From an optimization exercise on the open Yosys and OpenROAD flow, aimed at small area and a short achievable clock period; shortcuts taken in it are not production practice.
Function was checked by simulation only, so behaviour that the tests miss may differ from the original.
Power figures rest on the tool's default switching activity, not on a simulated workload.

==> flow/run.sh <==
#!/bin/bash
# The standard ORFS layout (standard.sh, standard synthesis), with:
#  - timing repair aimed at a 6.7 ns setup margin against the design's 10 ns clock
#    (SDC unchanged), so the layout closes well under the clock period;
#  - resizing not held to the same cell footprint;
#  - ports buffered with buf_1 instead of the default delay buffer.
set -euo pipefail
bash standard.sh SETUP_SLACK_MARGIN=6.7 MATCH_CELL_FOOTPRINT=0 \
  "BUFFER_PORTS_ARGS=-buffer_cell sky130_fd_sc_hd__buf_1" finish > standard_make.log 2>&1
==> standard.sh <==
#!/bin/bash
# synth_recipe.tcl (not shown) runs the flow's synth.tcl, then flattens the netlist and writes it again
# the make line also repeats each setting of config.mk as NAME=value (left out here)
make -C /OpenROAD-flow-scripts/flow DESIGN_CONFIG=/design/flow/config.mk WORK_HOME=/design/flow/orfs CLKGATE_MAP_FILE= SYNTH_SCRIPT=/design/flow/synth_recipe.tcl "${@:-finish}"
==> config.mk <==
export PLATFORM = sky130hd
export DESIGN_NAME = ca_channel
export DESIGN_NICKNAME = ca_channel
export VERILOG_FILES = /design/flow/design.v
export SDC_FILE = /design/flow/constraint.sdc
export NUM_CORES = 4
export LEC_CHECK = 0
export CAP_MARGIN = 20
export CORE_MARGIN = 2
export CORE_UTILIZATION = 55
export SLEW_MARGIN = 20
==> constraint.sdc <==
create_clock -name core_clock -period 10.0 [get_ports {clk}]
set_input_delay 2.0000 -clock core_clock [delete_from_list [all_inputs] [get_ports {clk}]]
set_output_delay 2.0000 -clock core_clock [all_outputs]
set_load 0.01 [all_outputs]
==> design.v <==
module ca_channel (
    input  wire        clk,
    input  wire        rst,         
    input  wire        start,       
    input  wire        upd,         
    input  wire [5:0]  prn,         
    input  wire [5:0]  noise_prn,   
    input  wire [1:0]  dsel,        
    input  wire [7:0]  moff,        
    input  wire [31:0] fc,          
    input  wire [31:0] fk,          
    input  wire        s_valid,
    input  wire [7:0]  s_i,
    input  wire [7:0]  s_q,
    output reg         dump_valid,
    output wire [31:0] ve_i, ve_q,
    output wire [31:0] e_i,  e_q,
    output wire [31:0] p_i,  p_q,
    output wire [31:0] l_i,  l_q,
    output wire [31:0] vl_i, vl_q,
    output wire [31:0] n_i,  n_q,
    output wire [31:0] m_i,  m_q,
    output wire [63:0] carr_phase,
    output wire [31:0] code_frac
);
    localparam signed [31:0] FC_MIN = -32'sd225443840;    
    localparam signed [31:0] FC_MAX = -32'sd224395264;    
    localparam        [31:0] FK_MIN = 32'd26816795;       
    localparam        [31:0] FK_MAX = 32'd26817867;       
    function [31:0] clamp_fc(input [31:0] w);
        if ($signed(w) < FC_MIN)      clamp_fc = FC_MIN;
        else if ($signed(w) > FC_MAX) clamp_fc = FC_MAX;
        else                          clamp_fc = w;
    endfunction
    function [31:0] clamp_fk(input [31:0] w);
        if (w < FK_MIN)      clamp_fk = FK_MIN;
        else if (w > FK_MAX) clamp_fk = FK_MAX;
        else                 clamp_fk = w;
    endfunction
    function [20:0] pack_fc(input [31:0] w);
        reg [31:0] c;
        begin
            c = clamp_fc(w);
            pack_fc = {c[21], c[19:0]};
        end
    endfunction
    function [10:0] pack_fk(input [31:0] w);
        reg [31:0] c;
        begin
            c = clamp_fk(w);
            pack_fk = c[10:0];
        end
    endfunction
    function [4:0] win_init(input [5:0] p);
        case (p)
            6'd1: win_init = 5'b01100;
            6'd2: win_init = 5'b11100;
            6'd3: win_init = 5'b11100;
            6'd4: win_init = 5'b11101;
            6'd5: win_init = 5'b00101;
            6'd6: win_init = 5'b01110;
            6'd7: win_init = 5'b00100;
            6'd8: win_init = 5'b01101;
            6'd9: win_init = 5'b11110;
            6'd10: win_init = 5'b01100;
            6'd11: win_init = 5'b11100;
            6'd12: win_init = 5'b11100;
            6'd13: win_init = 5'b11100;
            6'd14: win_init = 5'b11100;
            6'd15: win_init = 5'b11101;
            6'd16: win_init = 5'b11111;
            6'd17: win_init = 5'b00100;
            6'd18: win_init = 5'b01100;
            6'd19: win_init = 5'b11100;
            6'd20: win_init = 5'b11100;
            6'd21: win_init = 5'b11100;
            6'd22: win_init = 5'b11101;
            6'd23: win_init = 5'b00100;
            6'd24: win_init = 5'b11100;
            6'd25: win_init = 5'b11100;
            6'd26: win_init = 5'b11100;
            6'd27: win_init = 5'b11101;
            6'd28: win_init = 5'b11110;
            6'd29: win_init = 5'b00100;
            6'd30: win_init = 5'b01100;
            6'd31: win_init = 5'b11100;
            6'd32: win_init = 5'b11101;
            6'd33: win_init = 5'b11110;
            6'd34: win_init = 5'b11110;
            6'd35: win_init = 5'b00100;
            6'd36: win_init = 5'b01100;
            6'd37: win_init = 5'b11110;
            default: win_init = 5'b00000;
        endcase
    endfunction
    function [10:1] g2_mask(input [5:0] p);
        case (p)
            6'd1: g2_mask = 10'b0000100010;
            6'd2: g2_mask = 10'b0001000100;
            6'd3: g2_mask = 10'b0010001000;
            6'd4: g2_mask = 10'b0100010000;
            6'd5: g2_mask = 10'b0100000001;
            6'd6: g2_mask = 10'b1000000010;
            6'd7: g2_mask = 10'b0010000001;
            6'd8: g2_mask = 10'b0100000010;
            6'd9: g2_mask = 10'b1000000100;
            6'd10: g2_mask = 10'b0000000110;
            6'd11: g2_mask = 10'b0000001100;
            6'd12: g2_mask = 10'b0000110000;
            6'd13: g2_mask = 10'b0001100000;
            6'd14: g2_mask = 10'b0011000000;
            6'd15: g2_mask = 10'b0110000000;
            6'd16: g2_mask = 10'b1100000000;
            6'd17: g2_mask = 10'b0000001001;
            6'd18: g2_mask = 10'b0000010010;
            6'd19: g2_mask = 10'b0000100100;
            6'd20: g2_mask = 10'b0001001000;
            6'd21: g2_mask = 10'b0010010000;
            6'd22: g2_mask = 10'b0100100000;
            6'd23: g2_mask = 10'b0000000101;
            6'd24: g2_mask = 10'b0000101000;
            6'd25: g2_mask = 10'b0001010000;
            6'd26: g2_mask = 10'b0010100000;
            6'd27: g2_mask = 10'b0101000000;
            6'd28: g2_mask = 10'b1010000000;
            6'd29: g2_mask = 10'b0000100001;
            6'd30: g2_mask = 10'b0001000010;
            6'd31: g2_mask = 10'b0010000100;
            6'd32: g2_mask = 10'b0100001000;
            6'd33: g2_mask = 10'b1000010000;
            6'd34: g2_mask = 10'b1000001000;
            6'd35: g2_mask = 10'b0001000001;
            6'd36: g2_mask = 10'b0010000010;
            6'd37: g2_mask = 10'b1000001000;
            default: g2_mask = 10'b0000000000;
        endcase
    endfunction
    localparam [10:1] G1_2 = 10'b1111111100;    
    localparam [10:1] G1_3 = 10'b1111111000, G2_3 = 10'b1111111001;
    reg        rst0, start0, upd0, sv0;
    reg [7:0]  si0, sq0;
    reg [20:0] fc0;
    reg [10:0] fk0;
    reg [1:0]  dsel0;
    reg [7:0]  moff0;
    reg [5:0]  prn0, nprn0;
    always @(posedge clk) begin
        rst0   <= rst;
        start0 <= start;
        upd0   <= upd;
        sv0    <= s_valid;
        si0    <= s_i;
        sq0    <= s_q;
        fc0    <= pack_fc(fc);
        fk0    <= pack_fk(fk);
        dsel0  <= dsel;
        moff0  <= moff;
        prn0   <= prn;
        nprn0  <= noise_prn;
    end
    reg        running;
    reg [10:1] pmask, nmask;    
    reg [20:0] fc_r, fc_q;
    reg [10:0] fk_r, fk_q;
    reg [1:0]  dsel_r, dsel_q;
    reg [7:0]  moff_r, moff_q;
    reg [31:0] plo;             
    reg [31:0] phi;             
    reg [31:0] frac;            
    reg [10:1] g1, g2;          
    reg [4:0]  win;             
    reg [2:0]  nwin;            
    wire [31:0] fc_w = {10'b1111001010, fc_r[20], ~fc_r[20], fc_r[19:0]};
    wire [31:0] fk_w = {FK_MIN[31:11], fk_r};
    wire        take     = running && sv0 && !start0 && !rst0;
    wire [32:0] frac_sum = {1'b0, frac} + {1'b0, fk_w};
    wire        chip_adv = frac_sum[32];
    wire        at_last  = (g1 == G1_2);          
    wire        bnd      = take && chip_adv && at_last;
    wire [32:0] plo_sum  = {1'b0, plo} + {1'b0, fc_w};
    wire g1_fb = g1[3] ^ g1[10];
    wire g2_fb = g2[2] ^ g2[3] ^ g2[6] ^ g2[8] ^ g2[9] ^ g2[10];
    always @(posedge clk) begin
        if (rst0)
            running <= 1'b0;
        else if (start0)
            running <= 1'b1;
    end
    always @(posedge clk) begin
        if (start0 || upd0) begin
            fc_q   <= fc0;
            fk_q   <= fk0;
            dsel_q <= dsel0;
            moff_q <= moff0;
        end
        if (start0) begin
            fc_r   <= fc0;
            fk_r   <= fk0;
            dsel_r <= dsel0;
            moff_r <= moff0;
        end else if (bnd) begin
            fc_r   <= fc_q;
            fk_r   <= fk_q;
            dsel_r <= dsel_q;
            moff_r <= moff_q;
        end
    end
    always @(posedge clk) begin
        if (start0) begin
            plo    <= 32'd0;
            frac   <= 32'd0;
            g1     <= G1_3;
            g2     <= G2_3;
            win    <= win_init(prn0);
            nwin   <= win_init(nprn0) >> 2;
            pmask  <= g2_mask(prn0);
            nmask  <= g2_mask(nprn0);
        end else if (take) begin
            plo    <= plo_sum[31:0];
            frac   <= frac_sum[31:0];
            if (chip_adv) begin
                win  <= {g1[10] ^ (^(g2 & pmask)), win[4:1]};
                nwin <= {g1[10] ^ (^(g2 & nmask)), nwin[2:1]};
                g1   <= {g1[9:1], g1_fb};
                g2   <= {g2[9:1], g2_fb};
            end
        end
    end
    function [4:0] mul_ctl(input [2:0] m);
        begin
            mul_ctl[4:3] = m[2] ? (m[1] ? 2'd3 : 2'd2) : (m[1] ? (m[0] ? 2'd2 : 2'd1) : 2'd0);
            mul_ctl[2]   = m[0] ? (m[2] | m[1]) : (m[2] & m[1]);    
            mul_ctl[1]   = m[2] & m[1] & ~m[0];                    
            mul_ctl[0]   = m[1];                                   
        end
    endfunction
    function [11:0] rep_ctl(input [4:0] k);
        reg [2:0] t_c, t_s, mag_c, mag_s;
        reg       neg_c, neg_s;
        begin
            t_c = (k[2:0] == 3'd0) ? 3'd7 : -k[2:0];         
            t_s = (k[2:0] == 3'd7) ? 3'd7 : k[2:0] + 3'd1;   
            case (k[4:3])
                2'd0: begin mag_c = t_c; neg_c = 1'b0; mag_s = t_s; neg_s = 1'b0; end
                2'd1: begin mag_c = t_s; neg_c = 1'b1; mag_s = t_c; neg_s = 1'b0; end
                2'd2: begin mag_c = t_c; neg_c = 1'b1; mag_s = t_s; neg_s = 1'b1; end
                default: begin mag_c = t_s; neg_c = 1'b0; mag_s = t_c; neg_s = 1'b1; end
            endcase
            rep_ctl = {mul_ctl(mag_c), neg_c, mul_ctl(mag_s), neg_s};
        end
    endfunction
    reg [11:0] rc;
    always @(posedge clk) begin
        if (start0)
            rc <= rep_ctl(5'd0);
        else if (take)
            rc <= rep_ctl(plo_sum[31:27]);
    end
    wire [4:0] mc    = rc[11:7];
    wire       neg_c = rc[6];
    wire [4:0] ms    = rc[5:1];
    wire       neg_s = rc[0];
    function [12:0] term_a(input [7:0] x, input [4:0] c, input neg);
        reg signed [12:0] v;
        begin
            v = $signed(x) <<< c[4:3];
            term_a = v ^ {13{neg}};
        end
    endfunction
    function [12:0] term_b(input [7:0] x, input [4:0] c, input neg);
        reg signed [12:0] v;
        begin
            v = $signed(x) <<< c[1];
            term_b = c[2] ? (v ^ {13{c[0] ^ neg}}) : 13'd0;
        end
    endfunction
    function [2:0] term_ci(input [4:0] cx, input nx, input [4:0] cy, input ny);
        term_ci = {2'b00, nx} + {2'b00, cx[2] & (cx[0] ^ nx)} +
                  {2'b00, ny} + {2'b00, cy[2] & (cy[0] ^ ny)};
    endfunction
    function [25:0] csa5(input [12:0] a, input [12:0] b, input [12:0] c,
                         input [12:0] d, input [2:0] e);
        reg [12:0] s1, c1, s2, c2, s3, c3;
        begin
            s1 = a ^ b ^ c;
            c1 = ((a & b) | (a & c) | (b & c)) << 1;
            s2 = s1 ^ c1 ^ d;
            c2 = ((s1 & c1) | (s1 & d) | (c1 & d)) << 1;
            s3 = s2 ^ c2 ^ {10'd0, e};
            c3 = ((s2 & c2) | (s2 & {10'd0, e}) | (c2 & {10'd0, e})) << 1;
            csa5 = {s3, c3};
        end
    endfunction
    wire [25:0] cs_i = csa5(term_a(si0, mc, neg_c), term_b(si0, mc, neg_c),
                            term_a(sq0, ms, neg_s), term_b(sq0, ms, neg_s),
                            term_ci(mc, neg_c, ms, neg_s));
    wire [25:0] cs_q = csa5(term_a(sq0, mc, neg_c), term_b(sq0, mc, neg_c),
                            term_a(si0, ms, ~neg_s), term_b(si0, ms, ~neg_s),
                            term_ci(mc, neg_c, ms, ~neg_s));
    wire lt_h0 = frac < 32'h0CCCCCCD;
    wire lt_d0 = frac < 32'h1999999A;
    wire lt_d1 = frac < 32'h33333333;
    wire ge_h0 = frac >= 32'hF3333333;     
    wire ge_d0 = frac >= 32'hE6666666;
    wire ge_d1 = frac >= 32'hCCCCCCCD;
    reg ve_lo, e_lo, l_hi, vl_hi;          
    always @* begin
        case (dsel_r)
            2'd0: begin ve_lo = lt_d0; e_lo = lt_h0; l_hi = ge_h0; vl_hi = ge_d0; end
            2'd1: begin ve_lo = lt_d1; e_lo = lt_d0; l_hi = ge_d0; vl_hi = ge_d1; end
            2'd2: begin ve_lo = ~frac[31]; e_lo = ~|frac[31:30];
                        l_hi = &frac[31:30]; vl_hi = frac[31]; end
            default: begin ve_lo = 1'b1; e_lo = ~frac[31]; l_hi = frac[31]; vl_hi = 1'b1; end
        endcase
    end
    wire [8:0]  m_s   = {3'b000, frac[31:26]} + {moff_r[7], moff_r};
    wire [2:0]  m_ix  = m_s[8:6] + 3'd2;                         
    wire [6:0]  tb;     
    assign tb[0] = ve_lo ? win[1] : win[2];
    assign tb[1] = e_lo  ? win[1] : win[2];
    assign tb[2] = win[2];
    assign tb[3] = l_hi  ? win[3] : win[2];
    assign tb[4] = vl_hi ? win[3] : win[2];
    assign tb[5] = nwin[0];
    assign tb[6] = win[m_ix];
    reg st2, st3, dec2, dec3;
    always @(posedge clk) begin
        st2  <= start0;
        st3  <= st2;
        dec2 <= take && !plo_sum[32];
        dec3 <= dec2;
        if (st3)
            phi <= 32'd0;
        else
            phi <= phi - {31'd0, dec3};
    end
    reg               tk2, bnd2;
    reg        [25:0] cs2_i, cs2_q;
    reg        [6:0]  tb2;
    reg        [31:0] plo_d, frac_d;   
    always @(posedge clk) begin
        tk2   <= take;
        bnd2  <= bnd;
        cs2_i <= cs_i;
        cs2_q <= cs_q;
        tb2   <= tb;
        if (bnd2) begin
            plo_d  <= plo;
            frac_d <= frac;
        end
    end
    wire [12:0] bb_i = cs2_i[25:13] + cs2_i[12:0];
    wire [12:0] bb_q = cs2_q[25:13] + cs2_q[12:0];
    reg               bnd3;
    reg signed [11:0] bi3, bq3;        
    reg        [6:0]  tb3;
    always @(posedge clk) begin
        bnd3 <= bnd2;
        bi3  <= tk2 ? bb_i[11:0] : 12'd0;
        bq3  <= tk2 ? bb_q[11:0] : 12'd0;
        tb3  <= tk2 ? tb2 : 7'd0;
    end
    reg clr4, cap4;
    always @(posedge clk) begin
        clr4 <= bnd3 || st3;
        cap4 <= bnd3;
    end
    function [12:0] lo_step(input [11:0] a, input [11:0] b, input t);
        lo_step = {1'b0, a} + {1'b0, b ^ {12{t}}} + {12'd0, t};
    endfunction
    function [16:0] hi_step(input [16:0] ah, input c, input s);
        reg up, dn;
        integer i;
        begin
            up = c & ~s;
            dn = s & ~c;
            hi_step[0] = ah[0] ^ (up | dn);
            for (i = 1; i < 17; i = i + 1)
                hi_step[i] = ah[i] ^ ((up & (&(ah | ~((17'd1 << i) - 17'd1)))) |
                                      (dn & ~(|(ah & ((17'd1 << i) - 17'd1)))));
        end
    endfunction
    reg [11:0] lo_i [0:6];
    reg [11:0] lo_q [0:6];
    reg [16:0] hi_i [0:6];
    reg [16:0] hi_q [0:6];
    reg        cy_i [0:6];             
    reg        cy_q [0:6];
    reg        sg_i [0:6];             
    reg        sg_q [0:6];
    reg [12:0] lsum_i [0:6];
    reg [12:0] lsum_q [0:6];
    reg [16:0] hnx_i [0:6];
    reg [16:0] hnx_q [0:6];
    reg [28:0] out_i [0:6];
    reg [28:0] out_q [0:6];
    reg [63:0] cp_r;
    reg [31:0] cf_r;
    integer k;
    always @* begin
        for (k = 0; k < 7; k = k + 1) begin
            lsum_i[k] = lo_step(clr4 ? 12'd0 : lo_i[k], bi3, tb3[k]);
            lsum_q[k] = lo_step(clr4 ? 12'd0 : lo_q[k], bq3, tb3[k]);
            hnx_i[k]  = hi_step(hi_i[k], cy_i[k], sg_i[k]);
            hnx_q[k]  = hi_step(hi_q[k], cy_q[k], sg_q[k]);
        end
    end
    always @(posedge clk) begin
        for (k = 0; k < 7; k = k + 1) begin
            lo_i[k] <= lsum_i[k][11:0];
            lo_q[k] <= lsum_q[k][11:0];
            cy_i[k] <= lsum_i[k][12];
            cy_q[k] <= lsum_q[k][12];
            sg_i[k] <= bi3[11] ^ tb3[k];
            sg_q[k] <= bq3[11] ^ tb3[k];
            hi_i[k] <= clr4 ? 17'd0 : hnx_i[k];
            hi_q[k] <= clr4 ? 17'd0 : hnx_q[k];
        end
    end
    always @(posedge clk) begin
        dump_valid <= cap4;
        if (cap4) begin
            for (k = 0; k < 7; k = k + 1) begin
                out_i[k] <= {hnx_i[k], lo_i[k]};
                out_q[k] <= {hnx_q[k], lo_q[k]};
            end
            cp_r <= {phi, plo_d};
            cf_r <= frac_d;
        end
    end
    assign ve_i = {{3{out_i[0][28]}}, out_i[0]};  assign ve_q = {{3{out_q[0][28]}}, out_q[0]};
    assign e_i  = {{3{out_i[1][28]}}, out_i[1]};  assign e_q  = {{3{out_q[1][28]}}, out_q[1]};
    assign p_i  = {{3{out_i[2][28]}}, out_i[2]};  assign p_q  = {{3{out_q[2][28]}}, out_q[2]};
    assign l_i  = {{3{out_i[3][28]}}, out_i[3]};  assign l_q  = {{3{out_q[3][28]}}, out_q[3]};
    assign vl_i = {{3{out_i[4][28]}}, out_i[4]};  assign vl_q = {{3{out_q[4][28]}}, out_q[4]};
    assign n_i  = {{3{out_i[5][28]}}, out_i[5]};  assign n_q  = {{3{out_q[5][28]}}, out_q[5]};
    assign m_i  = {{3{out_i[6][28]}}, out_i[6]};  assign m_q  = {{3{out_q[6][28]}}, out_q[6]};
    assign carr_phase = cp_r;
    assign code_frac  = cf_r;
endmodule
==> run notes, run 1 <==
The run finished with no timing, DRC or antenna violations. The average vias per placed instance came out at 5.347. The count of filler cells inserted in the layout came out at about 9400. The total negative slack is 0 ns. The worst voltage drop across the vdd grid is between 150 and 200 uV.

The number of stages on the worst hold path is 0. Yosys mapped the design onto just over 80 distinct sky130hd cell types. The startpoint type of the worst setup path is a flip-flop.

The remaining antenna violation count after routing came out at 0. The I/O pin total is 652. The total setup violations reported at the end of the flow came out at 0.

For this run, the detailed router's first-pass iteration total came to 5. The pin count of the biggest net entering global routing came out at 179. The post-route worst setup slack is 6.433 ns. The relative contribution of the clock network to total power came out at 0.408.

The number of DRC markers after the initial detailed-route iteration is 2550. The share of cells above drive strength 1 is 0.1538. The core footprint came out at roughly 0.12 mm^2. From left edge to right edge, the die measures 348.8 um. The power after layout is about 0.014 W. The number of maximum-capacitance violations is 0. The mux share of post-synthesis cell area is 0.02648. The half-perimeter wire length after detailed placement is 102.8 mm. The post-synthesis instance area came out at 0.06540 mm^2. The signed area change from the synthesized netlist to the final layout is 17.06%.

Of the total power, combinational logic draws 0.118. The initial standard-cell utilization of the core came out at 0.5546. The average routed wire per standard cell came out at 18.57 um. Synthesis produced a netlist whose cell count is 5857.

The final standard cell area without fillers is around 0.077 mm^2. The clock edge transition at the registers on the reported setup and hold paths is 0.06 ns. The synthesized-area fraction occupied by and/or/nand/nor cells is 0.1458. Of the total power, the share spent switching nets is 0.2429. The worst-case clock buffer depth came out at 3. The final critical-path required period came out at 3.567 ns.

After detailed routing, the total wire length is approximately 150 mm. The wire length of the first global-routing pass came out at between 200 and 250 mm. For this run, asynchronously set or reset flops after synthesis account for 0. The DRC violation count after routing came out at 0. The placed standard-cell area is ~0.069 mm^2. In this run the worst path has a maximum fanout of 6. Setup repair after global routing could not meet its margin everywhere.

The data arrival time of the critical path is 4.21 ns. The pre-CTS setup slack came out at 5.684 ns. In this run the vertical extent of the chip is 348.8 um. After synthesis, the largest family of logic cells by area is simple AND/OR/NAND/NOR gates. The adder and majority cell fraction of the synthesized area came out at 0.07511.

The area fraction in compound gates after synthesis is 0.08495. Measured in cells, the most critical reg-to-reg path has a length of 17. The slew at the pin closest to its max-slew limit came out at ~1.1 ns. Clock latency on the worst-skew pair, taken at its later pin, is 0.76 ns.

In this run the power spent charging and discharging nets is 0.003471 W. TritonCTS built the clock tree. The global-route usage over all layers is 0.2390.

The total leakage power came out at 31.28 nW. The maximum operating frequency is around 280 MHz. The xor and xnor fraction of the mapped netlist area came out at 0.09556. The number of standard-cell rows in the floorplan came out at between 100 and 150. The relative slew slack came out at 0.2932. The total area of sequential cells is 0.03521 mm^2.

The number of inserted diodes came out at 0. The number of pins with negative max-slew slack in the final report came out at 0. The total power divided by cell area came out at about 190 mW/mm^2. The post-synthesis area per instance came out at 11.17 um^2.

The initial antenna violation count came out at 9. The final count of hold timing violations came to 0. The fraction of the yosys area taken by sequential cells came out at 0.5375. The via count of the first global-routing pass is 40628.

The library cell used most frequently in the layout, excluding fill and tap cells, is sky130_fd_sc_hd__dfxtp_1. Hold repair after CTS inserted 0 buffers. During placement, the flow inserted port buffers numbering 651. The worst setup path is of the reg -> reg kind. The library cells used most frequently in the layout, excluding fill and tap cells, are sky130_fd_sc_hd__dfxtp_1, sky130_fd_sc_hd__edfxtp_1, sky130_fd_sc_hd__nor2b_1, sky130_fd_sc_hd__xnor2_1, sky130_fd_sc_hd__nor2_1. On the final layout, the worst clock skew is 0.03206 ns. The net count of the mapped netlist is 6317.

Clock tree synthesis inserted a total of 153 buffers. The area used by multi-input combinational logic came out at 0.02874 mm^2. The routed layout has 43324 vias. The final weighted congestion in routability-driven placement is 0.8544. The H-tree was split into 4 levels.

The share of the cycle needed by the critical path after routing is 0.3567. The part of the power in registers came out at 0.474. The register bit count reported by yosys is 1417. The die covers 0.1217 mm^2. The worst setup path is captured at a flip-flop. The clock root buffer is sky130_fd_sc_hd__clkbuf_16. The internal portion of total power came out at 0.01082 W. In the synthesized netlist the dominant register cell turns out to be sky130_fd_sc_hd__dfxtp_1. The number of synthesized flops with an enable pin came out at 678. The clock net sink count came out at around 1400. The overflow left after global routing is 0. The worst hold path class is reg -> reg. For this run, the number of Yosys warnings is 15.

After the last flow step, the layout net total stands at 6896. The minimum hold slack is 0.3270 ns. The worst endpoint required time came out at 10.64 ns.
## synthesized netlist by cell type, types with 19 or more instances
master / count / area [um^2]
sky130_fd_sc_hd__nor2b_1: 443 / 2771
sky130_fd_sc_hd__dfxtp_1: 739 / 14790
sky130_fd_sc_hd__a21oi_1: 283 / 1416
sky130_fd_sc_hd__nand2_1: 306 / 1149
sky130_fd_sc_hd__a31oi_1: 64 / 400.4
sky130_fd_sc_hd__fa_1: 66 / 1321
sky130_fd_sc_hd__xnor2_1: 388 / 3398
sky130_fd_sc_hd__a21o_1: 37 / 277.8
sky130_fd_sc_hd__edfxtp_1: 678 / 20360
sky130_fd_sc_hd__mux2_2: 58 / 653.1
sky130_fd_sc_hd__o21bai_1: 53 / 397.9
sky130_fd_sc_hd__o21a_1: 39 / 292.8
sky130_fd_sc_hd__a21boi_0: 25 / 187.7
sky130_fd_sc_hd__or4_1: 21 / 157.7
sky130_fd_sc_hd__o41ai_1: 19 / 166.4
sky130_fd_sc_hd__nor2_1: 364 / 1366
sky130_fd_sc_hd__buf_4: 42 / 315.3
sky130_fd_sc_hd__a211oi_1: 31 / 232.7
sky130_fd_sc_hd__nor4_1: 52 / 325.3
sky130_fd_sc_hd__nor3_1: 160 / 800.8
sky130_fd_sc_hd__xor2_1: 320 / 2803
sky130_fd_sc_hd__and2_1: 80 / 500.5
sky130_fd_sc_hd__nand3_1: 75 / 375.4
sky130_fd_sc_hd__clkbuf_1: 214 / 803.3
sky130_fd_sc_hd__a2111oi_0: 26 / 227.7
sky130_fd_sc_hd__nand3b_1: 22 / 165.2
sky130_fd_sc_hd__nand2b_1: 72 / 450.4
sky130_fd_sc_hd__buf_1: 44 / 165.2
sky130_fd_sc_hd__and3_1: 21 / 131.4
sky130_fd_sc_hd__inv_1: 255 / 957.2
sky130_fd_sc_hd__nand4_1: 47 / 294.0
sky130_fd_sc_hd__o211ai_1: 21 / 157.7
sky130_fd_sc_hd__ha_1: 287 / 3591
sky130_fd_sc_hd__o21ai_0: 178 / 890.9
sky130_fd_sc_hd__mux2i_1: 83 / 830.8
## per-layer routing
layer,global-route usage,part of all wire,up-vias
met5,0,0.00049,-
met4,0.08286,0.034,10
met3,0.05024,0.056,244
met2,0.3877,0.47,994
met1,0.3182,0.44,20471
li1,-,-,21605
## logic make-up after synthesis
family	after synthesis
and+or+nand+nor	1782
buffers and inverters	559
adders and majority gates	353
muxes	152
AOI/OAI and AO/OA	883
DFF	1417
xor gates and xnor gates	711
## through the flow
step,instances,util
after global placement,7765,0.5849
after floorplan,5857,-
after CTS,8073,0.6402
after global routing,8103,0.6492
final,8103,0.6492
after detailed placement,7765,0.5849
## cell type report
class                           instances  share of cell area
Sequential cell                      1417              0.4599
Multi-Input combinational cell       3882              0.3753
Timing Repair Buffer                  726             0.05810
Clock buffer                          215             0.05807
Tap cell                             1536             0.02510
Inverter                              256             0.01260
Clock inverter                         71             0.01084
## what timing repair did
| item | CTS | global route |
|---|---|---|
| setup buffers | 18 | 28 |
| gates resized for setup | 691 | 291 |
| endpoints found under the setup margin | 633 | 699 |
| gates cloned | 4 | 2 |
| pin swaps | 16 | 24 |
## power by group through the flow
stage               clock network, W  logic [W]  registers [W]
floorplan                          0    0.00140        0.00674
global placement                   0    0.00160        0.00689
detailed placement                 0    0.00163        0.00690
CTS                          0.00596    0.00167        0.00678
global route                 0.00618    0.00192        0.00682
finish                       0.00583    0.00169        0.00677
## flip-flops by register name (all words and copies together) (netlist names), 64 cells and up, named ones only
register  cells
out_i       203
lo_i         84
cp_r         64
hi_i        119
lo_q         84
hi_q        119
out_q       203
## critical path, stage by stage, from the launching register on
cell and delay (ns):
sky130_fd_sc_hd__edfxtp_1 0.41, sky130_fd_sc_hd__ha_4 0.19, sky130_fd_sc_hd__inv_2 0.04, sky130_fd_sc_hd__fa_2 0.18, sky130_fd_sc_hd__nor2b_1 0.05, sky130_fd_sc_hd__o21a_1 0.20
sky130_fd_sc_hd__o21ai_4 0.20, sky130_fd_sc_hd__a211oi_2 0.10, sky130_fd_sc_hd__o211a_1 0.27, sky130_fd_sc_hd__o21ai_2 0.19, sky130_fd_sc_hd__o21ai_2 0.10, sky130_fd_sc_hd__or3_4 0.37
sky130_fd_sc_hd__xor2_4 0.19, sky130_fd_sc_hd__ha_4 0.21, sky130_fd_sc_hd__or2_4 0.29, sky130_fd_sc_hd__nand4_1 0.13, sky130_fd_sc_hd__nand2_1 0.09, sky130_fd_sc_hd__a32o_1 0.24
## worst paths after layout
check                              from    end  slack, ns
worst max-delay path            fc_r[0]  rc[4]       6.43
worst min-delay path               dec2   dec3       0.33
worst min register to register     dec2   dec3       0.33
worst max register to register  fc_r[0]  rc[4]       6.43
==> run 2: changes to the inputs <==
==> flow/run.sh (replaced) <==
#!/bin/bash
# The standard ORFS layout (standard.sh, standard synthesis), with:
#  - timing repair aimed at a 6.3 ns setup margin against the design's 10 ns clock
#    (SDC unchanged), so the layout closes well under the clock period;
#  - resizing not held to the same cell footprint;
#  - ports buffered with buf_1 instead of the default delay buffer.
set -euo pipefail
bash standard.sh SETUP_SLACK_MARGIN=6.3 MATCH_CELL_FOOTPRINT=0 \
  "BUFFER_PORTS_ARGS=-buffer_cell sky130_fd_sc_hd__buf_1" finish > standard_make.log 2>&1
==> run notes, run 2 <==
The run finished with no timing, DRC or antenna violations. The pin count of the biggest net entering global routing was 174 (-2.8%). The initial standard-cell utilization of the core came out at 0.5546 (unchanged).

The critical-path maximum fanout is 6 (unchanged). The register bit count reported by yosys is 1417 (unchanged). The DRC violation count after routing is 0 (unchanged). The count of filler cells inserted in the layout came out at 9618 (+2.6%). The via count of the first global-routing pass came out at 41001 (+0.92%). The relative contribution of the clock network to total power came out at 0.400 (-0.008). The total via count after detailed routing was 43015 (-0.71%). The clock edge transition at the registers on the reported setup and hold paths came out at 0.06 ns (about the same).

The clock network latency to the later pin of the worst-skew pair came out at 0.74 ns (-0.02 ns). The worst-case clock buffer depth is 3 (unchanged). The number of DRC markers after the initial detailed-route iteration is 2595 (+1.8%). The core footprint is 0.1179 mm^2 (unchanged). The number of standard-cell rows in the floorplan is 126 (unchanged). The largest registers in the layout are out_i: 203 flops, out_q: 203 flops.

The share of the cycle needed by the critical path after routing came to 0.3665 (+0.009838). The path class of the tightest hold or removal check is reg -> reg. The net count of the mapped netlist is 6317 (unchanged). The initial antenna violation count is 8 (-1). The final weighted congestion in routability-driven placement is 0.8659 (+1.3%). The half-perimeter wire length after detailed placement is 101.7 mm (-1.1%).

The first-pass iteration count of the detailed router came out at 6 (+1). The total leakage power came to 29.44 nW (-5.9%). The die extent in y is 348.8 um (unchanged). Yosys instantiated no cell more often than sky130_fd_sc_hd__dfxtp_1. The maximum operating frequency is 272.8 MHz (-2.7%).

The slew at the pin closest to its max-slew limit came out at 1.180 ns (+0.1200 ns). The commonest non-fill, non-tap cell in the layout is sky130_fd_sc_hd__dfxtp_1. The cell total after placement is 7765 (unchanged). The fraction of the yosys area taken by sequential cells came out at 0.5375 (unchanged). The post-synthesis area per instance was 11.17 um^2 (unchanged).

The final critical-path required period is 3.665 ns (+0.09838 ns). Relative to the synthesized area, the layout overhead comes to 13.96%. The total negative slack came out at 0 ns (unchanged). The number of maximum-capacitance violations came out at 0 (unchanged). The H-tree depth reported by CTS came out at 4 (unchanged). The count of buffers inserted at the top-level ports came out at 651 (unchanged).

The overflow left after global routing came out at 0 (unchanged). The startpoint type of the worst setup path is a flip-flop. The number of inserted diodes came out at 0 (unchanged). The gate count after technology mapping came out at 5857 (unchanged).

The tree is rooted in a sky130_fd_sc_hd__clkbuf_16. The area share of the largest cell type after synthesis came out at 0.3113 (unchanged). The area used by multi-input combinational logic was 0.02836 mm^2 (-1.3%). The total setup violations reported at the end of the flow is 0 (unchanged).

The library cell with the largest summed area after synthesis is sky130_fd_sc_hd__edfxtp_1. The net switching fraction of the power came to 0.2428 (about the same). The number of non-filler instances in the completed layout is 8070 (-0.41%). The most used flip-flop cell after synthesis is sky130_fd_sc_hd__dfxtp_1.

The remaining antenna violation count after routing came out at 0 (unchanged). The CTS tree is done. STA classifies the critical path endpoint as a flip-flop. The number of synthesized flops with an enable pin was 678 (unchanged).

The x dimension of the die is 348.8 um (unchanged). The worst endpoint required time came out at 10.58 ns (-0.06 ns). The total number of nets in the final design is 6865 (-0.45%). The post-synthesis instance area came out at 0.06540 mm^2 (unchanged). The switching power came out at 0.003413 W (-1.6%). The post-synthesis async set-or-reset flop share is 0 (unchanged). In the synthesized netlist, the cells that appear most often are sky130_fd_sc_hd__dfxtp_1, sky130_fd_sc_hd__edfxtp_1, sky130_fd_sc_hd__nor2b_1. The worst voltage drop across the vdd grid is 165.7 uV (-5.1%). The total area of sequential cells is 0.03520 mm^2 (about the same).

The combinational group share of total power was 0.118 (about the same). The I/O pin total is 652 (unchanged). The average routed wire per standard cell came out at 18.10 um (-2.5%). The top cell types in the final layout, fill and taps aside, are sky130_fd_sc_hd__dfxtp_1, sky130_fd_sc_hd__edfxtp_1, sky130_fd_sc_hd__buf_1, sky130_fd_sc_hd__nor2b_1, sky130_fd_sc_hd__xnor2_1. The wire length of the first global-routing pass was 226.4 mm (-0.92%). The clock net sink count is 1417 (unchanged).

The average vias per placed instance came out at 5.330 (-0.31%). In the post-synthesis netlist, the biggest area contributors are sky130_fd_sc_hd__edfxtp_1, sky130_fd_sc_hd__dfxtp_1, sky130_fd_sc_hd__ha_1. The final count of hold timing violations came out at 0 (unchanged). The number of buffers inserted for hold repair after clock tree synthesis is 0 (unchanged). The final design utilization was 0.6320 (-0.01720).

The worst setup skew after layout is 0.02934 ns (-0.002722 ns). Setup repair after global routing could not meet its margin everywhere. The internal portion of total power was 0.01064 W (-1.6%). The share of cells above drive strength 1 came out at 0.07163 (-0.08217). The wire length reported by the detailed router is 146.1 mm (-2.9%). The number of pins with negative max-slew slack in the final report came to 0 (unchanged). The relative slew slack came out at 0.2131 (-0.08002).

The total power divided by cell area is 188.6 mW/mm^2 (+1.0%). The setup path with the least slack is of type reg -> reg. The part of the power in registers came out at 0.482 (+0.008). The number of different library cells in the post-synthesis netlist is 81 (unchanged).

The data arrival time of the critical path came to 4.25 ns (+0.04 ns). The total CTS buffers came to 151 (-1.3%). The number of synthesis warnings is 15 (unchanged). The global-route usage over all layers came out at 0.2349 (-0.004143). The die area came out at 0.1217 mm^2 (unchanged).
run 2: final cells by class:
class | instances | area share
Timing Repair Buffer | 696 | 0.04029
Tap cell | 1536 | 0.02579
Sequential cell | 1417 | 0.4722
Clock buffer | 206 | 0.05775
Inverter | 256 | 0.01294
Multi-Input combinational cell | 3883 | 0.3806
Clock inverter | 76 | 0.01039
run 2: kinds of logic (layout without fill, tap and decap cells):
family,count (synthesis),after routing,synth area share
AND/OR/NAND/NOR,1782,1784,0.1458
flip-flops,1417,1417,0.5375
AO/OA/AOI/OAI,883,883,0.08495
XOR/XNOR,711,711,0.09556
buffers and inverters,559,1234,0.03455
adder cells (fa/ha/maj),353,353,0.07511
multiplexers,152,152,0.02648
run 2: per-layer routing:
| metal | vias to the layer above | routed length [um] | GRT usage |
|---|---|---|---|
| met3 | 210 | 7416 | 0.04466 |
| li1 | 21556 | - | - |
| met1 | 20357 | 65510 | 0.3111 |
| met2 | 882 | 69160 | 0.3911 |
| met5 | - | 64 | 0 |
| met4 | 10 | 3916 | 0.07134 |
run 2: power by group through the flow:
stage / Combinational, W / Sequential, W / Clock (W)
2_1_floorplan: 0.00139 / 0.00674 / 0
3_3_place_gp: 0.00160 / 0.00689 / 0
3_5_place_dp: 0.00162 / 0.00690 / 0
4_1_cts: 0.00166 / 0.00678 / 0.00576
5_1_grt: 0.00189 / 0.00682 / 0.00598
6_report: 0.00166 / 0.00677 / 0.00562
run 2: path summary, 6_finish.rpt:
kind | endpoint | startpoint | slack, ns | depth (start not counted)
setup reg to reg | rc[10] | fc_r[6] | 6.33 | 13
setup / recovery | rc[10] | fc_r[6] | 6.33 | 13
hold reg to reg | st3 | st2 | 0.32 | 0
hold / removal | st3 | st2 | 0.32 | 0
run 2: through the flow:
| step | power (W) | cell area [um^2] | setup slack (ns) | hold WS [ns] |
|---|---|---|---|---|
| 6_report | 0.01406 | 74530 | 6.335 | 0.3240 |
| 3_5_place_dp | 0.008521 | 68790 | 5.324 | 0.3120 |
| 4_1_cts | 0.01419 | 74180 | 6.303 | 0.3229 |
| 5_1_grt | 0.01470 | 74530 | 6.169 | 0.3361 |
| 2_1_floorplan | 0.008129 | 65440 | 5.865 | 0.3096 |
| 3_3_place_gp | 0.008485 | 68780 | 5.335 | 0.3106 |
run 2: critical path, stage by stage (launching register included):
cell and delay, ns:
sky130_fd_sc_hd__edfxtp_1 0.37, sky130_fd_sc_hd__ha_1 0.38, sky130_fd_sc_hd__a2111oi_1 0.43, sky130_fd_sc_hd__a211oi_1 0.12, sky130_fd_sc_hd__nand2_2 0.13, sky130_fd_sc_hd__o211ai_1 0.14
sky130_fd_sc_hd__a31oi_2 0.30, sky130_fd_sc_hd__nor4b_4 0.34, sky130_fd_sc_hd__xnor2_2 0.21, sky130_fd_sc_hd__inv_1 0.13, sky130_fd_sc_hd__ha_4 0.20, sky130_fd_sc_hd__or2_4 0.29
sky130_fd_sc_hd__a311oi_1 0.32, sky130_fd_sc_hd__o31ai_1 0.13
run 2: timing repair:
item	4_1_cts	5_1_grt
buffers inserted	9	6
endpoints found under the hold margin	0	0
setup endpoints to repair	53	73
pin swaps	5	19
gates cloned	4	4
resized for setup	40	46
==> run 3: changes to the inputs <==
--- a/design.v
+++ b/design.v
@@ -27,22 +27,14 @@
     localparam signed [31:0] FC_MAX = -32'sd224395264;    
     localparam        [31:0] FK_MIN = 32'd26816795;       
     localparam        [31:0] FK_MAX = 32'd26817867;       
-    function [31:0] clamp_fc(input [31:0] w);
-        if ($signed(w) < FC_MIN)      clamp_fc = FC_MIN;
-        else if ($signed(w) > FC_MAX) clamp_fc = FC_MAX;
-        else                          clamp_fc = w;
-    endfunction
     function [31:0] clamp_fk(input [31:0] w);
         if (w < FK_MIN)      clamp_fk = FK_MIN;
         else if (w > FK_MAX) clamp_fk = FK_MAX;
         else                 clamp_fk = w;
     endfunction
     function [20:0] pack_fc(input [31:0] w);
-        reg [31:0] c;
-        begin
-            c = clamp_fc(w);
-            pack_fc = {c[21], c[19:0]};
-        end
+        pack_fc = {$signed(w[31:20]) > $signed(12'hF29),
+                   (w[31:20] == 12'hF29) ? w[19:0] : 20'd0};
     endfunction
     function [10:0] pack_fk(input [31:0] w);
         reg [31:0] c;
@@ -137,7 +129,7 @@
     endfunction
     localparam [10:1] G1_2 = 10'b1111111100;    
     localparam [10:1] G1_3 = 10'b1111111000, G2_3 = 10'b1111111001;
-    reg        rst0, start0, upd0, sv0;
+    reg        rst0, start0, upd0;
     reg [7:0]  si0, sq0;
     reg [20:0] fc0;
     reg [10:0] fk0;
@@ -148,7 +140,6 @@
         rst0   <= rst;
         start0 <= start;
         upd0   <= upd;
-        sv0    <= s_valid;
         si0    <= s_i;
         sq0    <= s_q;
         fc0    <= pack_fc(fc);
@@ -172,7 +163,9 @@
     reg [2:0]  nwin;            
     wire [31:0] fc_w = {10'b1111001010, fc_r[20], ~fc_r[20], fc_r[19:0]};
     wire [31:0] fk_w = {FK_MIN[31:11], fk_r};
-    wire        take     = running && sv0 && !start0 && !rst0;
+    reg         take;
+    always @(posedge clk)
+        take <= s_valid && !start && !rst && (rst0 ? 1'b0 : start0 ? 1'b1 : running);
     wire [32:0] frac_sum = {1'b0, frac} + {1'b0, fk_w};
     wire        chip_adv = frac_sum[32];
     wire        at_last  = (g1 == G1_2);          
@@ -249,12 +242,17 @@
             rep_ctl = {mul_ctl(mag_c), neg_c, mul_ctl(mag_s), neg_s};
         end
     endfunction
-    reg [11:0] rc;
+    reg        [11:0] rc;
+    reg        [7:0]  si2, sq2;
+    reg               tk2, bnd2;
+    reg        [6:0]  tb2;
     always @(posedge clk) begin
-        if (start0)
-            rc <= rep_ctl(5'd0);
-        else if (take)
-            rc <= rep_ctl(plo_sum[31:27]);
+        rc   <= rep_ctl(plo[31:27]);
+        si2  <= si0;
+        sq2  <= sq0;
+        tk2  <= take;
+        bnd2 <= bnd;
+        tb2  <= tb;
     end
     wire [4:0] mc    = rc[11:7];
     wire       neg_c = rc[6];
@@ -291,11 +289,11 @@
             csa5 = {s3, c3};
         end
     endfunction
-    wire [25:0] cs_i = csa5(term_a(si0, mc, neg_c), term_b(si0, mc, neg_c),
-                            term_a(sq0, ms, neg_s), term_b(sq0, ms, neg_s),
+    wire [25:0] cs_i = csa5(term_a(si2, mc, neg_c), term_b(si2, mc, neg_c),
+                            term_a(sq2, ms, neg_s), term_b(sq2, ms, neg_s),
                             term_ci(mc, neg_c, ms, neg_s));
-    wire [25:0] cs_q = csa5(term_a(sq0, mc, neg_c), term_b(sq0, mc, neg_c),
-                            term_a(si0, ms, ~neg_s), term_b(si0, ms, ~neg_s),
+    wire [25:0] cs_q = csa5(term_a(sq2, mc, neg_c), term_b(sq2, mc, neg_c),
+                            term_a(si2, ms, ~neg_s), term_b(si2, ms, ~neg_s),
                             term_ci(mc, neg_c, ms, ~neg_s));
     wire lt_h0 = frac < 32'h0CCCCCCD;
     wire lt_d0 = frac < 32'h1999999A;
@@ -323,47 +321,49 @@
     assign tb[4] = vl_hi ? win[3] : win[2];
     assign tb[5] = nwin[0];
     assign tb[6] = win[m_ix];
-    reg st2, st3, dec2, dec3;
+    reg st2, st3, st4, dec2, dec3, dec4;
     always @(posedge clk) begin
         st2  <= start0;
         st3  <= st2;
+        st4  <= st3;
         dec2 <= take && !plo_sum[32];
         dec3 <= dec2;
-        if (st3)
+        dec4 <= dec3;
+        if (st4)
             phi <= 32'd0;
         else
-            phi <= phi - {31'd0, dec3};
+            phi <= phi - {31'd0, dec4};
     end
-    reg               tk2, bnd2;
-    reg        [25:0] cs2_i, cs2_q;
-    reg        [6:0]  tb2;
+    reg               tk3, bnd3;
+    reg        [25:0] cs3_i, cs3_q;
+    reg        [6:0]  tb3;
     reg        [31:0] plo_d, frac_d;   
     always @(posedge clk) begin
-        tk2   <= take;
-        bnd2  <= bnd;
-        cs2_i <= cs_i;
-        cs2_q <= cs_q;
-        tb2   <= tb;
+        tk3   <= tk2;
+        bnd3  <= bnd2;
+        cs3_i <= cs_i;
+        cs3_q <= cs_q;
+        tb3   <= tb2;
         if (bnd2) begin
             plo_d  <= plo;
             frac_d <= frac;
         end
     end
-    wire [12:0] bb_i = cs2_i[25:13] + cs2_i[12:0];
-    wire [12:0] bb_q = cs2_q[25:13] + cs2_q[12:0];
-    reg               bnd3;
-    reg signed [11:0] bi3, bq3;        
-    reg        [6:0]  tb3;
-    always @(posedge clk) begin
-        bnd3 <= bnd2;
-        bi3  <= tk2 ? bb_i[11:0] : 12'd0;
-        bq3  <= tk2 ? bb_q[11:0] : 12'd0;
-        tb3  <= tk2 ? tb2 : 7'd0;
+    wire [12:0] bb_i = cs3_i[25:13] + cs3_i[12:0];
+    wire [12:0] bb_q = cs3_q[25:13] + cs3_q[12:0];
+    reg               bnd4;
+    reg signed [11:0] bi4, bq4;        
+    reg        [6:0]  tb4;
+    always @(posedge clk) begin
+        bnd4 <= bnd3;
+        bi4  <= tk3 ? bb_i[11:0] : 12'd0;
+        bq4  <= tk3 ? bb_q[11:0] : 12'd0;
+        tb4  <= tk3 ? tb3 : 7'd0;
     end
-    reg clr4, cap4;
+    reg clr5, cap5;
     always @(posedge clk) begin
-        clr4 <= bnd3 || st3;
-        cap4 <= bnd3;
+        clr5 <= bnd4 || st4;
+        cap5 <= bnd4;
     end
     function [12:0] lo_step(input [11:0] a, input [11:0] b, input t);
         lo_step = {1'b0, a} + {1'b0, b ^ {12{t}}} + {12'd0, t};
@@ -399,8 +399,8 @@
     integer k;
     always @* begin
         for (k = 0; k < 7; k = k + 1) begin
-            lsum_i[k] = lo_step(clr4 ? 12'd0 : lo_i[k], bi3, tb3[k]);
-            lsum_q[k] = lo_step(clr4 ? 12'd0 : lo_q[k], bq3, tb3[k]);
+            lsum_i[k] = lo_step(clr5 ? 12'd0 : lo_i[k], bi4, tb4[k]);
+            lsum_q[k] = lo_step(clr5 ? 12'd0 : lo_q[k], bq4, tb4[k]);
             hnx_i[k]  = hi_step(hi_i[k], cy_i[k], sg_i[k]);
             hnx_q[k]  = hi_step(hi_q[k], cy_q[k], sg_q[k]);
         end
@@ -411,15 +411,15 @@
             lo_q[k] <= lsum_q[k][11:0];
             cy_i[k] <= lsum_i[k][12];
             cy_q[k] <= lsum_q[k][12];
-            sg_i[k] <= bi3[11] ^ tb3[k];
-            sg_q[k] <= bq3[11] ^ tb3[k];
-            hi_i[k] <= clr4 ? 17'd0 : hnx_i[k];
-            hi_q[k] <= clr4 ? 17'd0 : hnx_q[k];
+            sg_i[k] <= bi4[11] ^ tb4[k];
+            sg_q[k] <= bq4[11] ^ tb4[k];
+            hi_i[k] <= clr5 ? 17'd0 : hnx_i[k];
+            hi_q[k] <= clr5 ? 17'd0 : hnx_q[k];
         end
     end
     always @(posedge clk) begin
-        dump_valid <= cap4;
-        if (cap4) begin
+        dump_valid <= cap5;
+        if (cap5) begin
             for (k = 0; k < 7; k = k + 1) begin
                 out_i[k] <= {hnx_i[k], lo_i[k]};
                 out_q[k] <= {hnx_q[k], lo_q[k]};
==> flow/run.sh (replaced) <==
#!/bin/bash
# The standard ORFS layout (standard.sh, standard synthesis), with:
#  - timing repair aimed at a 6.7 ns setup margin against the design's 10 ns clock
#    (SDC unchanged), so the layout closes well under the clock period;
#  - resizing not held to the same cell footprint;
#  - ports buffered with buf_1 instead of the default delay buffer.
# make's output goes to standard_make.log; ORFS keeps each step's log under orfs/logs.
set -euo pipefail
bash standard.sh SETUP_SLACK_MARGIN=6.7 MATCH_CELL_FOOTPRINT=0 \
  "BUFFER_PORTS_ARGS=-buffer_cell sky130_fd_sc_hd__buf_1" finish > standard_make.log 2>&1
--- a/config.mk
+++ b/config.mk
@@ -7,5 +7,7 @@
 export LEC_CHECK = 0
 export CAP_MARGIN = 20
 export CORE_MARGIN = 2
-export CORE_UTILIZATION = 55
+export CORE_UTILIZATION = 72
+export CTS_CLUSTER_DIAMETER = 60
+export CTS_CLUSTER_SIZE = 24
 export SLEW_MARGIN = 20
==> run notes, run 3 <==
The run finished with no timing, DRC or antenna violations. The number of buffers and inverters on the critical path came to 1 (unchanged). The first-pass iteration count of the detailed router came out at 6 (unchanged). The average routed wire per standard cell came out at 19.30 um (+6.6%).

The critical-path maximum fanout is 1 (-5). The number of DRC markers after the initial detailed-route iteration came out at 3388 (+31%). The register bit count reported by yosys came out at 1444 (+1.9%). The total setup violations reported at the end of the flow came out at 0 (unchanged).

The die area came out at 0.09402 mm^2 (-23%). The worst setup skew after layout is 0.02707 ns (-0.002268 ns). The post-synthesis area per instance came to 11.27 um^2 (+0.95%). The area used by multi-input combinational logic is 0.02838 mm^2 (about the same). The final count of hold timing violations was 0 (unchanged). The overflow left after global routing came out at 0 (unchanged). The total routed wire length on the met1 layer came to 58.27 mm (-11%).

The number of standard-cell rows in the floorplan is 110 (-13%). The depth of the most critical reg-to-reg path came out at 10 (-3). The number of buffers inserted for hold repair after clock tree synthesis is 0 (unchanged).

The worst voltage drop across the vdd grid came out at 152.8 uV (-7.8%). In the final layout, the registers with the most flip-flops are out_i: 203 flops, out_q: 203 flops. The gate count after technology mapping is 5850 (-0.12%). The path with the worst hold slack has its endpoint at tb3[2]. The worst endpoint required time came to 8.00 ns (-2.58 ns). The number of pins with negative max-slew slack in the final report came out at 0 (unchanged). The clock network latency to the later pin of the worst-skew pair is 0.69 ns (-0.05 ns). The most instantiated library cell after synthesis is sky130_fd_sc_hd__dfxtp_1.

The final weighted congestion in routability-driven placement was 0.8780 (+1.4%). TritonCTS built the clock tree. The total power divided by cell area is 180.5 mW/mm^2 (-4.3%). The terminus of the critical flop-to-flop path is frac[12]. The die extent in y is 306.6 um (-12%). The wire length of the first global-routing pass is 228.2 mm (+0.79%). The total CTS buffers came out at 92 (-39%). The largest total area in the synthesized netlist belongs to sky130_fd_sc_hd__edfxtp_1. The via count of the first global-routing pass is 42589 (+3.9%). The prevailing post-synth register cell is sky130_fd_sc_hd__dfxtp_1. The library cells used most frequently in the layout, excluding fill and tap cells, are sky130_fd_sc_hd__dfxtp_1, sky130_fd_sc_hd__edfxtp_1, sky130_fd_sc_hd__buf_1, sky130_fd_sc_hd__nor2b_1, sky130_fd_sc_hd__nor2_1. The slowest stage of the critical path belongs to the cell sky130_fd_sc_hd__edfxtp_1. The number of different library cells in the post-synthesis netlist came out at 78 (-3.7%). The total number of nets in the final design is 6814 (-0.74%). The count of buffers inserted at the top-level ports came out at 651 (unchanged). The slew at the pin closest to its max-slew limit came out at 1.135 ns (-0.04517 ns). The x dimension of the die came to 306.6 um (-12%). The routed length on met3 is 9.333 mm (+26%). The DRC violation count after routing is 0 (unchanged). The remaining antenna violation count after routing is 0 (unchanged). The net count of the mapped netlist came to 6312 (-0.079%).

The capturing element type of the critical path is an output port. The H-tree depth reported by CTS is 3 (-1). The commonest cells after synthesis are sky130_fd_sc_hd__dfxtp_1, sky130_fd_sc_hd__edfxtp_1, sky130_fd_sc_hd__nor2b_1. The worst hold path belongs to the class reg -> reg.

The total area of sequential cells came to 0.03573 mm^2 (+1.5%). The initial antenna violation count is 1 (-7). The share of cells above drive strength 1 is 0.07668 (+0.005058). Leaving out fill and tap cells, the most frequent cell in the layout is sky130_fd_sc_hd__dfxtp_1. The average vias per placed instance is 5.801 (+8.8%). The signed area change from the synthesized netlist to the final layout came out at 10.47%.

The worst-case clock buffer depth is 3 (unchanged). The signal on the critical path passes through buf_1. The number of synthesis warnings is 15 (unchanged). The number of synthesized flops with an enable pin came out at 678 (unchanged). The post-route worst setup slack is 6.582 ns (+0.2475 ns). The share of the cycle needed by the critical path after routing is 0.3418 (-0.02475). The count of filler cells inserted in the layout came out at 5490 (-43%). The total leakage power came to 29.43 nW (about the same).

Tracing the worst setup path back leads to its startpoint at out_q[1][0]. The total negative slack is 0 ns (unchanged). The fraction of the yosys area taken by sequential cells is 0.5413 (+0.003791). The post-synthesis async set-or-reset flop share came to 0 (unchanged). The clock edge transition at the registers on the reported setup and hold paths came out at 0.09 ns (+0.03 ns).

The worst setup path is launched from a flip-flop. The tree is rooted in a sky130_fd_sc_hd__clkbuf_16. The half-perimeter wire length after detailed placement came to 102.0 mm (+0.28%).

The cell family with the largest share of critical-path delay is flip-flops. The number of inserted diodes was 0 (unchanged). The core footprint was 0.09042 mm^2 (-23%). The total via count after detailed routing came to 44116 (+2.6%). The startpoint identified for the worst hold timing path is tb2[2]. The number of stages on the worst hold path is 0 (unchanged).

The global-route usage over all layers is 0.3057 (+0.07085). The delay of the slowest cell on the worst path came out at 0.54 ns (+0.11 ns). The maximum operating frequency is 292.6 MHz (+7.2%). The category of the critical setup timing path is reg -> out. The detailed-routed wire length on met2 is 70.27 mm (+1.6%). The number of maximum-capacitance violations came out at 0 (unchanged). The I/O pin total is 652 (unchanged).

The wire length reported by the detailed router was 146.8 mm (+0.50%). After synthesis, the cell types taking the most area are sky130_fd_sc_hd__edfxtp_1, sky130_fd_sc_hd__dfxtp_1, sky130_fd_sc_hd__ha_1. The post-synthesis instance area came out at 0.06594 mm^2 (+0.83%).

The initial standard-cell utilization of the core is 0.7292 (+0.1746). The final critical-path required period came out at 3.418 ns (-0.2475 ns). Setup repair after global routing could not meet its margin everywhere.

The setup slack of the most critical reg-to-reg path came out at 6.82 ns (+0.49 ns). The clock net sink count was 1444 (+1.9%). The pin count of the biggest net entering global routing came out at 178 (+2.3%). The area share of the largest cell type after synthesis is 0.3088 (-0.002552). The startpoint identified for the worst register-to-register timing path is fk_r[0].

The data arrival time of the critical path came out at 1.42 ns (-2.83 ns). The relative slew slack is 0.2433 (+0.03012). The highest metal layer used by the detailed router is met5. The pre-CTS setup slack is 5.485 ns (+0.1617 ns).
==> run 3: changes by cell type after synthesis, sizes merged, moves of 23 or more <==
cell / before / now
a2111oi: 26 / 2
or4b: 25 / 2
and3: 21 / 50
dfxtp: 739 / 766
mux2i: 83 / 119
xor2: 320 / 354
nor2: 364 / 435
nand2: 306 / 248
inv: 255 / 221
o31ai: 17 / 49
o21ai: 180 / 155
==> run 3: layout make-up <==
class                           count  share of cell area
Sequential cell                  1444              0.4904
Multi-Input combinational cell   3901              0.3895
Timing Repair Buffer              692             0.04400
Clock buffer                      112             0.03466
Tap cell                         1176             0.02020
Inverter                          221             0.01139
Clock inverter                     59            0.009790
==> run 3: stage by stage <==
step                instances  hold WS [ns]  total power, W    util  instance area (um^2)
global placement         7416        0.3101        0.008967  0.7623                 68930
CTS                      7602        0.3296         0.01321  0.8027                 72580
global route             7605        0.3319         0.01376  0.8056                 72850
detailed placement       7416        0.3121        0.009071  0.7623                 68930
finish                   7605        0.3286         0.01315  0.8056                 72850
floorplan                5850        0.3096        0.008582       -                 66010
==> run 3: worst max path at each step <==
stage          cells after the start     endpoint
2_1_floorplan                      0      cf_r[0]
3_3_place_gp                      12  lo_i[6][10]
3_5_place_dp                      13  lo_q[0][10]
4_1_cts                            1       e_q[0]
5_1_grt                            1       e_q[1]
6_report                           1       e_q[0]
==> run 3: repair_timing <==
item | in CTS | in global routing
buffers inserted | 10 | 0
gates resized for setup | 173 | 99
cloned | 5 | 3
pin swaps | 2 | 2
setup endpoints to repair | 324 | 216
==> run 3: metal layers <==
layer	track usage	up-vias
met5	0	-
met4	0.1733	2
met3	0.05196	386
met2	0.5044	1383
met1	0.3844	21016
li1	-	21329
==> run 3: cell families (layout without fill, tap and decap cells) <==
group           after synthesis  in the layout  synth area share
buf+inv                     509           1084           0.03142
xor+xnor                    745            745           0.09895
simple gates               1782           1786            0.1431
flops                      1444           1444            0.5413
mux                         184            184           0.03087
compound gates              831            831           0.07949
fa+ha+maj                   355            355           0.07488
==> run 3: where the power goes <==
part           switching, W  total (W)  leakage [nW]  internal [W]
registers          0.000328    0.00695          12.6       0.00662
logic               0.00108    0.00205          15.2      0.000971
clock network       0.00213    0.00415          1.58       0.00202
==> run 4: changes to the inputs <==
--- a/config.mk
+++ b/config.mk
@@ -7,7 +7,5 @@
 export LEC_CHECK = 0
 export CAP_MARGIN = 20
 export CORE_MARGIN = 2
-export CORE_UTILIZATION = 72
-export CTS_CLUSTER_DIAMETER = 60
-export CTS_CLUSTER_SIZE = 24
+export CORE_UTILIZATION = 65
 export SLEW_MARGIN = 20
==> run notes, run 4 <==
The share of cells above drive strength 1 came out at 0.1325 (+0.05578). The number of synthesis warnings was 15 (unchanged). The category of the critical setup timing path is reg -> out. The die area is 0.1040 mm^2 (+11%).

The core footprint is 0.1003 mm^2 (+11%). The clock edge transition at the registers on the reported setup and hold paths came out at 0.06 ns (-0.03 ns). The worst voltage drop across the vdd grid is 147.1 uV (-3.7%). The startpoint type of the worst setup path is a flip-flop. The detailed-routed wire length on met2 was 70.95 mm (+0.98%). The number of non-filler instances in the completed layout is 7902 (+3.9%).

The total via count after detailed routing is 43805 (-0.70%). The average routed wire per standard cell is 18.68 um (-3.2%). Of all cell types, the one taking the most synthesized area is sky130_fd_sc_hd__edfxtp_1. The DRC violation count after routing is 0 (unchanged). The most instantiated library cell after synthesis is sky130_fd_sc_hd__dfxtp_1. The number of buffers and inverters on the critical path came to 1 (unchanged). The number of standard-cell rows in the floorplan was 116 (+5.5%). The die extent in y came out at 322.5 um (+5.2%). The worst register-to-register path begins at fk_r[0]. From synthesis to final layout, the design area changed by 15.12%. The net count of the mapped netlist came out at 6312 (unchanged). The number of inserted diodes came out at 0 (unchanged). The initial standard-cell utilization of the core came to 0.6575 (-0.07174).

The wire length reported by the detailed router came out at 147.6 mm (+0.53%). The maximum operating frequency came to 291.3 MHz (-0.43%). The critical-path maximum fanout is 1 (unchanged). The x dimension of the die is 322.5 um (+5.2%). The total CTS buffers came out at 147 (+60%).

The clock network latency to the later pin of the worst-skew pair came out at 0.76 ns (+0.07 ns). The data arrival time of the critical path came to 1.43 ns (about the same). In this run the worst setup path terminates at e_q[11].

The tree is rooted in a sky130_fd_sc_hd__clkbuf_16. The post-synthesis instance area is 0.06594 mm^2 (unchanged). The capturing element type of the critical path is an output port. The final critical-path required period was 3.432 ns (+0.01466 ns).

The slew at the pin closest to its max-slew limit came to 1.205 ns (+0.06987 ns). The logic depth of the worst setup path including buffers is 1 (unchanged). The min-delay analysis places its worst path in the category reg -> reg. The area share of the largest cell type after synthesis is 0.3088 (unchanged).

The initial antenna violation count is 1 (unchanged). The total leakage power was 31.39 nW (+6.7%). The depth of the most critical reg-to-reg path came out at 11 (+1).

On the critical path the largest part of the delay comes from flip-flops. The fraction of the yosys area taken by sequential cells is 0.5413 (unchanged). The routed length on met3 came out at 8.751 mm (-6.2%). The cell with the largest stage delay on the worst path is sky130_fd_sc_hd__edfxtp_1. The setup slack of the most critical reg-to-reg path is 6.83 ns (about the same).

The largest registers in the layout are out_i: 203 flops, out_q: 203 flops. The total negative slack came out at 0 ns (unchanged). The CTS tree is done.

The pin count of the biggest net entering global routing came out at 182 (+2.2%). The commonest non-fill, non-tap cell in the layout is sky130_fd_sc_hd__dfxtp_1. The H-tree depth reported by CTS is 4 (+1).

The average vias per placed instance came to 5.544 (-4.4%). The total power divided by cell area was 192.0 mW/mm^2 (+6.4%). The highest metal layer used by the detailed router is met4. The total number of nets in the final design came to 6881 (+0.98%).

The number of DRC markers after the initial detailed-route iteration came out at 2777 (-18%). Setup repair after global routing could not meet its margin everywhere. The post-synthesis area per instance came out at 11.27 um^2 (unchanged). The count of buffers inserted at the top-level ports is 651 (unchanged). The half-perimeter wire length after detailed placement came out at 101.3 mm (-0.59%).

The overflow left after global routing is 0 (unchanged). The minimum hold slack is 0.3244 ns (-0.004164 ns). The cell total after placement came out at 7595 (+2.4%).

The worst-case clock buffer depth came to 3 (unchanged). The delay of the slowest cell on the worst path is 0.51 ns (-0.03 ns). In this run the critical register-to-register path is captured at fk_r[3]. Sorting the synthesized cells by area gives the leading types as sky130_fd_sc_hd__edfxtp_1, sky130_fd_sc_hd__dfxtp_1, sky130_fd_sc_hd__ha_1. The share of the cycle needed by the critical path after routing came to 0.3432 (+0.001466). The number of buffers inserted for hold repair after clock tree synthesis is 0 (unchanged). The number of different library cells in the post-synthesis netlist was 78 (unchanged). The relative slew slack is 0.1967 (-0.04658). The register bit count reported by yosys came out at 1444 (unchanged). The I/O pin total came out at 652 (unchanged). The prevailing post-synth register cell is sky130_fd_sc_hd__dfxtp_1. The flow ran to the end and the layout has no timing, DRC or antenna violations. The via count of the first global-routing pass came to 41438 (-2.7%).

The global-route usage over all layers came out at 0.2752 (-0.03048). The final design utilization came out at 0.7569 (-0.04872). The worst endpoint required time came to 8.00 ns (about the same).

The number of pins with negative max-slew slack in the final report is 0 (unchanged). The post-synthesis async set-or-reset flop share is 0 (unchanged). The wire length of the first global-routing pass is 224.1 mm (-1.8%).

In the layout the commonest cells are sky130_fd_sc_hd__dfxtp_1, sky130_fd_sc_hd__edfxtp_1, sky130_fd_sc_hd__nor2b_1, sky130_fd_sc_hd__nor2_1, sky130_fd_sc_hd__xnor2_1. The number of maximum-capacitance violations was 0 (unchanged). The number of synthesized flops with an enable pin came out at 678 (unchanged). The gate count after technology mapping is 5850 (unchanged). The remaining antenna violation count after routing came to 0 (unchanged). The first-pass iteration count of the detailed router is 5 (-1). The worst setup skew after layout came out at 0.02726 ns (+0.0001894 ns). The total routed wire length on the met1 layer is 61.52 mm (+5.6%). In the synthesized netlist, the cells that appear most often are sky130_fd_sc_hd__dfxtp_1, sky130_fd_sc_hd__edfxtp_1, sky130_fd_sc_hd__nor2b_1. The total setup violations reported at the end of the flow is 0 (unchanged).

The clock net sink count is 1444 (unchanged). The final weighted congestion in routability-driven placement came to 0.8815 (+0.40%). In this run the worst setup path begins at out_q[1][11]. The final count of hold timing violations came out at 0 (unchanged). Walking the worst path, the cells encountered are buf_1.
==> run 4: cell counts after synthesis <==
Identical to the previous run, type by type.
==> run 4: per-layer routing <==
layer	vias to the layer above	GRT usage
li1	21497	-
met1	20812	0.3500
met2	1217	0.4550
met3	279	0.05224
met4	0	0.1312
met5	-	0
==> run 4: metrics by stage <==
step | power, W | area, um^2 | setup WS [ns]
4_1_cts | 0.01466 | 75240 | 6.503
2_1_floorplan | 0.008582 | 66010 | 5.865
5_1_grt | 0.01522 | 75910 | 6.525
6_report | 0.01458 | 75910 | 6.568
3_5_place_dp | 0.009071 | 69130 | 5.912
3_3_place_gp | 0.009002 | 69130 | 5.969
==> run 4: report_power, final <==
part	switching, W	internal [W]	total, W
logic	0.00106	0.000970	0.00203
registers	0.000342	0.00663	0.00697
clock network	0.00228	0.00330	0.00557
total	0.00368	0.0109	0.0146
==> run 4: how the worst min path moves through the flow <==
stage / from / end / slack, ns / depth (start not counted)
finish: tb2[1] / tb3[1] / 0.32 / 0
global route: tb2[1] / tb3[1] / 0.33 / 0
CTS: tb2[1] / tb3[1] / 0.32 / 0
detailed placement: dec2 / dec3 / 0.31 / 0
global placement: bnd3 / bnd4 / 0.31 / 0
floorplan: bnd3 / bnd4 / 0.31 / 0
==> run 4: cells by family after synthesis <==
kind of cell / synth area share
buffers and inverters: 0.03142
xor gates and xnor gates: 0.09895
muxes: 0.03087
and+or+nand+nor: 0.1431
AOI/OAI and AO/OA: 0.07949
adders and majority gates: 0.07488
DFF: 0.5413
==> run 4: final cells by class <==
| cell class | instances | area, um^2 |
|---|---|---|
| clock buffers | 214 | 4383 |
| flip-flops and latches | 1444 | 35740 |
| fillers | 6756 | 24380 |
| inverters | 221 | 833.3 |
| multi-input cells | 3902 | 28340 |
| repair buffers | 703 | 4294 |
| clock inverters | 61 | 625.6 |
| well taps | 1357 | 1698 |
==> run 4: timing repair <==
action	4_1_cts	5_1_grt
setup endpoints to repair	623	779
pin swaps	2	3
gates resized for setup	700	220
cloned	2	7
setup buffers	10	13

-- port drivers added, routing unchanged --
Ports are ideal in the flow. The routed layouts listed here were re-timed in OpenROAD.
Step 1 sets driving cells, clkbuf_16 on the clock port and buf_2 on the other inputs (assumed; they add their load-dependent delay and slew).
Step 2, shift: input delay + t, output delay - t, t = (earliest + latest rising clock arrival at the registers) / 2. This alone moves slack from input paths to output paths.
Three values: ideal ports, drivers, drivers and shift; two values: the first two.
| run | t (ns) | slack for setup (ns) | slew at the worst register clock pin (ns) | pins driven straight from the clock port |
|---|---|---|---|---|
| run 1 | 0.814 | 6.433 / 6.433 / 6.084 | 0.06 / 0.06 | 1 |
| run 2 | 0.807 | 6.335 / 6.335 / 6.041 | 0.06 / 0.06 | 1 |
| run 3 | 0.744 | 6.582 / 6.510 / 6.185 | 0.09 / 0.09 | 1 |
| run 4 | 0.818 | 6.568 / 6.494 / 6.210 | 0.07 / 0.07 | 1 |
After both steps every run listed still meets setup and hold. The setup slack of run 3, which loses most, moves by -0.072 ns with the drivers and by -0.397 ns with both steps.
